From an optimization exercise on the open Yosys and OpenROAD flow, aimed at small area, a short achievable clock period and few clock cycles per item; shortcuts taken in it are not production practice. Where RTL was checked, it was by simulation tests only, not by an equivalence proof against the original. No activity file was given, so power comes from the tool's default toggle rates.

// red_combine
module red_combine (
    input  wire        clk,
    input  wire        rst,
    input  wire        in_valid,
    input  wire        in_int,
    input  wire [63:0] in_a,
    input  wire [63:0] in_b,
    output reg         out_valid,
    output reg  [63:0] out_sum,
    output reg  [1:0]  out_flags
);
    wire [30:0] m_a, m_b;
    wire        x34, y34, gt2;
    wire [6:0]  hcy;
    wire [31:0] hs;
    w40_s1 u_s1 (
        .is_int(in_int), .a(in_a), .b(in_b), .m_a(m_a), .m_b(m_b),
        .x34(x34), .y34(y34), .gt2(gt2), .hs(hs), .hcy(hcy)
    );
    reg        v1, int1, x34_1, y34_1, gt2_1;
    reg [6:0]  hcy1;
    reg [30:0] m_a1, m_b1;
    reg [31:0] hs1;
    always @(posedge clk) begin
        if (rst) v1 <= 1'b0;
        else     v1 <= in_valid;
        int1   <= in_int;
        m_a1   <= m_a;
        m_b1   <= m_b;
        x34_1  <= x34;
        y34_1  <= y34;
        gt2_1  <= gt2;
        hs1    <= hs;
        hcy1   <= hcy;
    end
    wire [66:0] sum;
    w40_s2 u_s2 (
        .is_int(int1), .m_a(m_a1), .m_b(m_b1), .x34(x34_1), .y34(y34_1),
        .gt2(gt2_1), .hs(hs1), .hcy(hcy1), .sum(sum)
    );
    reg        v2, int2;
    reg [66:0] sum2;
  ...
==> module red_combine, before the edit <==
module red_combine (
    input  wire        clk,
    input  wire        rst,
    input  wire        in_valid,
    input  wire        in_int,
    input  wire [63:0] in_a,
    input  wire [63:0] in_b,
    output reg         out_valid,
    output reg  [63:0] out_sum,
    output reg  [1:0]  out_flags
);
    wire [30:0] m_a, m_b;
    wire        x34, y34, gt2;
    wire [6:0]  hcy;
    wire [31:0] hs;
    w40_s1 u_s1 (
        .is_int(in_int), .a(in_a), .b(in_b), .m_a(m_a), .m_b(m_b),
        .x34(x34), .y34(y34), .gt2(gt2), .hs(hs), .hcy(hcy)
    );
    reg        v1, int1, x34_1, y34_1, gt2_1;
    reg [6:0]  hcy1;
    reg [30:0] m_a1, m_b1;
    reg [31:0] hs1;
    always @(posedge clk) begin
        if (rst) v1 <= 1'b0;
        else     v1 <= in_valid;
        int1   <= in_int;
        m_a1   <= m_a;
        m_b1   <= m_b;
        x34_1  <= x34;
        y34_1  <= y34;
        gt2_1  <= gt2;
        hs1    <= hs;
        hcy1   <= hcy;
    end
    wire [66:0] sum;
    w40_s2 u_s2 (
        .is_int(int1), .m_a(m_a1), .m_b(m_b1), .x34(x34_1), .y34(y34_1),
        .gt2(gt2_1), .hs(hs1), .hcy(hcy1), .sum(sum)
    );
    reg        v2, int2;
    reg [66:0] sum2;
    always @(posedge clk) begin
        if (rst) v2 <= 1'b0;
        else     v2 <= v1;
        int2 <= int1;
        sum2 <= sum;
    end
    wire [63:0] res;
    wire [1:0]  flg;
    w40_s3 u_s3 (.is_int(int2), .sum(sum2), .out_sum(res), .out_flags(flg));
    always @(posedge clk) begin
        if (rst) out_valid <= 1'b0;
        else     out_valid <= v2;
        out_sum   <= res;
        out_flags <= flg;
    end
endmodule
==> flow/config.mk <==
export PLATFORM = sky130hd
export DESIGN_NAME = red_combine
export DESIGN_NICKNAME = red_combine
export VERILOG_FILES = /design/flow/design.v
export SDC_FILE = /design/flow/constraint.sdc
export NUM_CORES = 4
export LEC_CHECK = 0
export ABC_AREA = 1
export CAP_MARGIN = 20
export CORE_MARGIN = 2
export CORE_UTILIZATION = 40
export SLEW_MARGIN = 20
==> flow/constraint.sdc <==
create_clock -name core_clock -period 18.0 [get_ports {clk}]
set_input_delay 3.6000 -clock core_clock [delete_from_list [all_inputs] [get_ports {clk}]]
set_output_delay 3.6000 -clock core_clock [all_outputs]
set_load 0.01 [all_outputs]
standard.sh (not shown) runs the stock make flow with config.mk's settings and CLKGATE_MAP_FILE= SYNTH_SCRIPT=/design/flow/synth_recipe.tcl, a recipe that flattens the netlist after the stock synthesis.
==> flow/flow/run.sh <==
#!/bin/bash
# The standard layout (standard.sh: ORFS synthesis through finish), with
# three changes:
#  - synthesis leaves adders to ABC: ADDER_MAP_FILE is empty, so Yosys does
#    not extract half and full adder cells before ABC maps the logic.  The
#    synthesis script, the registers and everything else are unchanged;
#  - the input and output ports get sky130_fd_sc_hd__buf_2 port buffers in
#    place of the cell buffer_ports picks by default;
#  - ORFS's timing repair (after floorplan, CTS and global routing) aims for
#    a setup slack of MARGIN ns, not 0: the constraints and clock period stay
#    the design's, the repair only works harder.
# make's full output goes to std_flow.log here; ORFS keeps each step's log
# under orfs/logs.
set -euo pipefail
MARGIN=13
bash standard.sh "ADDER_MAP_FILE=" "SETUP_SLACK_MARGIN=$MARGIN" \
    "BUFFER_PORTS_ARGS=-buffer_cell sky130_fd_sc_hd__buf_2" finish > std_flow.log 2>&1
The first run finished with timing, DRC and antenna clean.
Testbench counts at the start, summed over its fixed seeds: cycles 24,024, items 24,000.
==> next run, changes <==
--- a/flow/design.v
+++ b/flow/design.v
@@ -324,11 +324,11 @@
         int1   <= in_int;
         m_a1   <= m_a;
         m_b1   <= m_b;
         x34_1  <= x34;
         y34_1  <= y34;
-        gt2_1  <= gt2;
+        gt2_1 <= gt2;
         hs1    <= hs;
         hcy1   <= hcy;
     end
     wire [66:0] sum;
     w40_s2 u_s2 (
Outcome:
- clock-buffer cell count is unchanged
- clock skew is unchanged
- setup slack is unchanged
- critical path depth is unchanged
- cell area stays the same
- synthesized area stays the same
- combinational power is about the same
- final cell count stays the same
- flip-flop and latch count stays the same
- clock power barely changes
- total power is unchanged
No functional check of the RTL was part of the second run of this note.

* * *

red_combine, a different RTL version from the one above (not shown whole).
Size in the first run: about 2900 cells after synthesis, ~240 flip-flops, ~19000 um2 of cells after synthesis.
==> module w40_s3, before the edit <==
module w40_s3 (
    input  wire        is_int,
    input  wire [66:0] sum,
    output wire [63:0] res,      
    output wire        inf,      
    output wire [1:0]  flags
);
    wire        sub   = sum[42];
    wire [8:0]  x_l   = sum[51:43];
    wire        sgn   = sum[52];
    wire        sp    = sum[53];
    wire        nan   = sum[54];
    wire        of_op = sum[55];
    wire [34:0] raw   = {sum[34] ^ sub, sum[33:0]};
    wire [7:0] xh, xo;
    genvar k;
    generate
        for (k = 0; k < 8; k = k + 1) begin : g_dec
            assign xh[k] = (x_l[5:3] == k);
            assign xo[k] = (x_l[2:0] == k);
        end
    endgenerate
    wire       x_lo = ~|x_l[8:6];
    reg [34:0] stop;
    integer j;
    always @(*)
        for (j = 0; j < 35; j = j + 1)
            stop[j] = x_lo & xh[(34 - j) >> 3] & xo[(34 - j) & 7];
    wire [5:0]  s;
    lzc64 u_lzc (.v({raw | stop, 1'b1, 28'd0}), .n(s), .z());
    wire [34:0] t5 = s[5] ? {raw[2:0], 32'd0} : raw;
    wire [34:0] t4 = s[4] ? {t5[18:0], 16'd0} : t5;
    wire [34:0] t3 = s[3] ? {t4[26:0], 8'd0}  : t4;
    wire [34:0] t2 = s[2] ? {t3[30:0], 4'd0}  : t3;
    wire [34:0] t1 = s[1] ? {t2[32:0], 2'd0}  : t2;
    wire [34:0] sh = s[0] ? {t1[33:0], 1'd0}  : t1;
    wire [9:0]  e_n  = {1'b0, x_l} + 10'd1 - {4'd0, s};
    wire [9:0]  e_n1 = {1'b0, x_l} + 10'd2 - {4'd0, s};
    wire [30:0] mant   = sh[34:4];
    wire        rnd_up = sh[3] & (|sh[2:0] | mant[0]);
    wire [30:0] mant_r;
    wire        c_r;
    pfx_inc #(.N(31)) u_rnd (.x(mant), .ci(rnd_up), .s(mant_r), .co(c_r));
    wire        c_r_q  = rnd_up & (&mant);
    wire        hid    = mant[30] | rnd_up & (&mant[29:0]);
    wire [9:0]  e_f    = c_r_q ? e_n1 : e_n;
    wire        ovf     = c_r_q ? (e_n1[9] | (&e_n1[8:0])) : (e_n[9] | (&e_n[8:0]));
    wire [8:0]  e_field = hid ? e_f[8:0] : 9'd0;
    assign res   = is_int ? sum[66:3] : {24'd0, sgn & ~nan, e_field, mant_r[29:0]};
    assign inf   = ~is_int & (sp | ovf);
    assign flags = is_int ? 2'b00 : {nan, of_op | (~sp & ovf)};
endmodule
==> module red_combine, before the edit <==
module red_combine (
    input  wire        clk,
    input  wire        rst,
    input  wire        in_valid,
    input  wire        in_int,
    input  wire [63:0] in_a,
    input  wire [63:0] in_b,
    output reg         out_valid,
    output wire [63:0] out_sum,
    output reg  [1:0]  out_flags
);
    wire [30:0] m_a, m_b;
    wire        x34, y34, a_big;
    wire [2:0]  hcy;
    wire [31:0] hs;
    w40_s1 u_s1 (
        .is_int(in_int), .a(in_a), .b(in_b), .m_a(m_a), .m_b(m_b),
        .x34(x34), .y34(y34), .a_big(a_big), .hs(hs), .hcy(hcy)
    );
    reg        v1, int1, x34_1, y34_1, a_big1;
    reg [2:0]  hcy1;
    reg [30:0] m_a1, m_b1;
    reg [31:0] hs1;
    always @(posedge clk) begin
        if (rst) v1 <= 1'b0;
        else     v1 <= in_valid;
        int1   <= in_int;
        m_a1   <= m_a;
        m_b1   <= m_b;
        x34_1  <= x34;
        y34_1  <= y34;
        a_big1 <= a_big;
        hs1    <= hs;
        hcy1   <= hcy;
    end
    wire [66:0] sum;
    w40_s2 u_s2 (
        .is_int(int1), .m_a(m_a1), .m_b(m_b1), .x34(x34_1), .y34(y34_1),
        .a_big(a_big1), .hs(hs1), .hcy(hcy1), .sum(sum)
    );
    reg        v2, int2;
    reg [66:0] sum2;
    always @(posedge clk) begin
        if (rst) v2 <= 1'b0;
        else     v2 <= v1;
        int2 <= int1;
        sum2 <= sum;
    end
    wire [63:0] res;
    wire        inf;
    wire [1:0]  flg;
    w40_s3 u_s3 (
        .is_int(int2), .sum(sum2), .res(res), .inf(inf), .flags(flg)
    );
    reg [63:0] res3;
    reg        inf3;
    always @(posedge clk) begin
        if (rst) out_valid <= 1'b0;
        else     out_valid <= v2;
        res3      <= res;
        inf3      <= inf;
        out_flags <= flg;
    end
    assign out_sum = {res3[63:39], res3[38:30] | {9{inf3}},
                      inf3 ? out_flags[1] : res3[29], res3[28:0] & {29{~inf3}}};
endmodule
export LEC_CHECK = 0
export ABC_AREA = 1
export CAP_MARGIN = 20
export CORE_MARGIN = 2
export CORE_UTILIZATION = 40
export SLEW_MARGIN = 20
create_clock -name core_clock -period 18.0 [get_ports {clk}]
==> flow/flow/run.sh <==
#!/bin/bash
# The standard layout (standard.sh: ORFS synthesis through finish), with
# two changes:
#  - the input and output ports get sky130_fd_sc_hd__buf_2 port buffers in
#    place of the cell buffer_ports picks by default;
#  - ORFS's timing repair (after floorplan, CTS and global routing) aims for
#    a setup slack of SETUP_SLACK_MARGIN ns below, not 0: the constraints and
#    clock period stay the design's, the repair only works harder.
# make's full output goes to std_flow.log here; ORFS keeps each step's log
# under orfs/logs.
set -euo pipefail
MARGIN=12
bash standard.sh "SETUP_SLACK_MARGIN=$MARGIN" \
    "BUFFER_PORTS_ARGS=-buffer_cell sky130_fd_sc_hd__buf_2" finish > std_flow.log 2>&1
Testbench counts at the start, summed over its fixed seeds: cycles 24,024, items 24,000.
Then changed:
--- a/flow/design.v
+++ b/flow/design.v
@@ -207,11 +207,10 @@
 endmodule
 module w40_s3 (
     input  wire        is_int,
     input  wire [66:0] sum,
-    output wire [63:0] res,      
-    output wire        inf,      
-    output wire [1:0]  flags
+    output wire [63:0] out_sum,
+    output wire [1:0]  out_flags
 );
     wire        sub   = sum[42];
     wire [8:0]  x_l   = sum[51:43];
     wire        sgn   = sum[52];
@@ -252,11 +251,13 @@
     wire        hid    = mant[30] | rnd_up & (&mant[29:0]);
     wire [9:0]  e_f    = c_r_q ? e_n1 : e_n;
     wire        ovf     = c_r_q ? (e_n1[9] | (&e_n1[8:0])) : (e_n[9] | (&e_n[8:0]));
     wire [8:0]  e_field = hid ? e_f[8:0] : 9'd0;
-    assign res   = is_int ? sum[66:3] : {24'd0, sgn & ~nan, e_field, mant_r[29:0]};
-    assign inf   = ~is_int & (sp | ovf);
-    assign flags = is_int ? 2'b00 : {nan, of_op | (~sp & ovf)};
+    wire        inf_like = sp | ovf;
+    wire [39:0] f = inf_like ? {sgn & ~nan, 9'h1FF, nan, 29'd0}
+                             : {sgn, e_field, mant_r[29:0]};
+    assign out_sum   = is_int ? sum[66:3] : {24'd0, f};
+    assign out_flags = is_int ? 2'b00 : {nan, of_op | (~sp & ovf)};
 endmodule
 module red_combine (
     input  wire        clk,
     input  wire        rst,
@@ -264,9 +265,9 @@
     input  wire        in_int,
     input  wire [63:0] in_a,
     input  wire [63:0] in_b,
     output reg         out_valid,
-    output wire [63:0] out_sum,
+    output reg  [63:0] out_sum,
     output reg  [1:0]  out_flags
 );
     wire [30:0] m_a, m_b;
     wire        x34, y34, a_big;
@@ -305,21 +306,13 @@
         int2 <= int1;
         sum2 <= sum;
     end
     wire [63:0] res;
-    wire        inf;
     wire [1:0]  flg;
-    w40_s3 u_s3 (
-        .is_int(int2), .sum(sum2), .res(res), .inf(inf), .flags(flg)
-    );
-    reg [63:0] res3;
-    reg        inf3;
+    w40_s3 u_s3 (.is_int(int2), .sum(sum2), .out_sum(res), .out_flags(flg));
     always @(posedge clk) begin
         if (rst) out_valid <= 1'b0;
         else     out_valid <= v2;
-        res3      <= res;
-        inf3      <= inf;
+        out_sum   <= res;
         out_flags <= flg;
     end
-    assign out_sum = {res3[63:39], res3[38:30] | {9{inf3}},
-                      inf3 ? out_flags[1] : res3[29], res3[28:0] & {29{~inf3}}};
 endmodule
Combinational power grows by about 3%; worst hold slack gains 14 ps; global-route usage grows by 0.60 points; routed wire length grows by 2.3%; final area grows by about 0.7%; cell count shrinks by about 1.3%; clock power shrinks by about 4%; total power is about the same; synthesized area shrinks by about 0.5%; setup slack gains 14 ps; count of clock-buffer cells in the layout shrinks by 7.
Function not checked in the second run of this note: the RTL went through the layout flow alone.

-- separate check: timing with driven ports --
Ports are ideal in the flow. The routed layouts listed here were re-timed in OpenROAD. Step 1: set_driving_cell puts a clkbuf_16 on clk and a buf_2 on each other input, an assumption about the parent block. Step 2 also shifts input and output timing later by t, the mid clock arrival at the registers, as if the neighbouring blocks saw the same clock. Slacks: ideal ports / drivers / drivers and shift; pairs: ideal ports / drivers.
run	shift t [ns]	setup slack, ns	worst setup path after step 2	clock arrival spread, ns	worst slew at a driven data input, ns
the first run of note 1	0.623	12.976 / 13.014 / 12.391	input to register	0.017 / 0.017	0.05
the second run of note 1	0.623	12.976 / 13.014 / 12.391	input to register	0.017 / 0.017	0.05
the first run of note 2	0.644	12.212 / 12.248 / 11.604	input to register	0.042 / 0.042	0.05
the second run of note 2	0.617	12.226 / 12.265 / 11.648	input to register	0.025 / 0.025	0.05
After both steps every run listed still meets setup and hold. For the first run of note 2, which loses most, drivers alone change the setup slack by +0.036 ns; drivers and shift together by -0.608 ns.
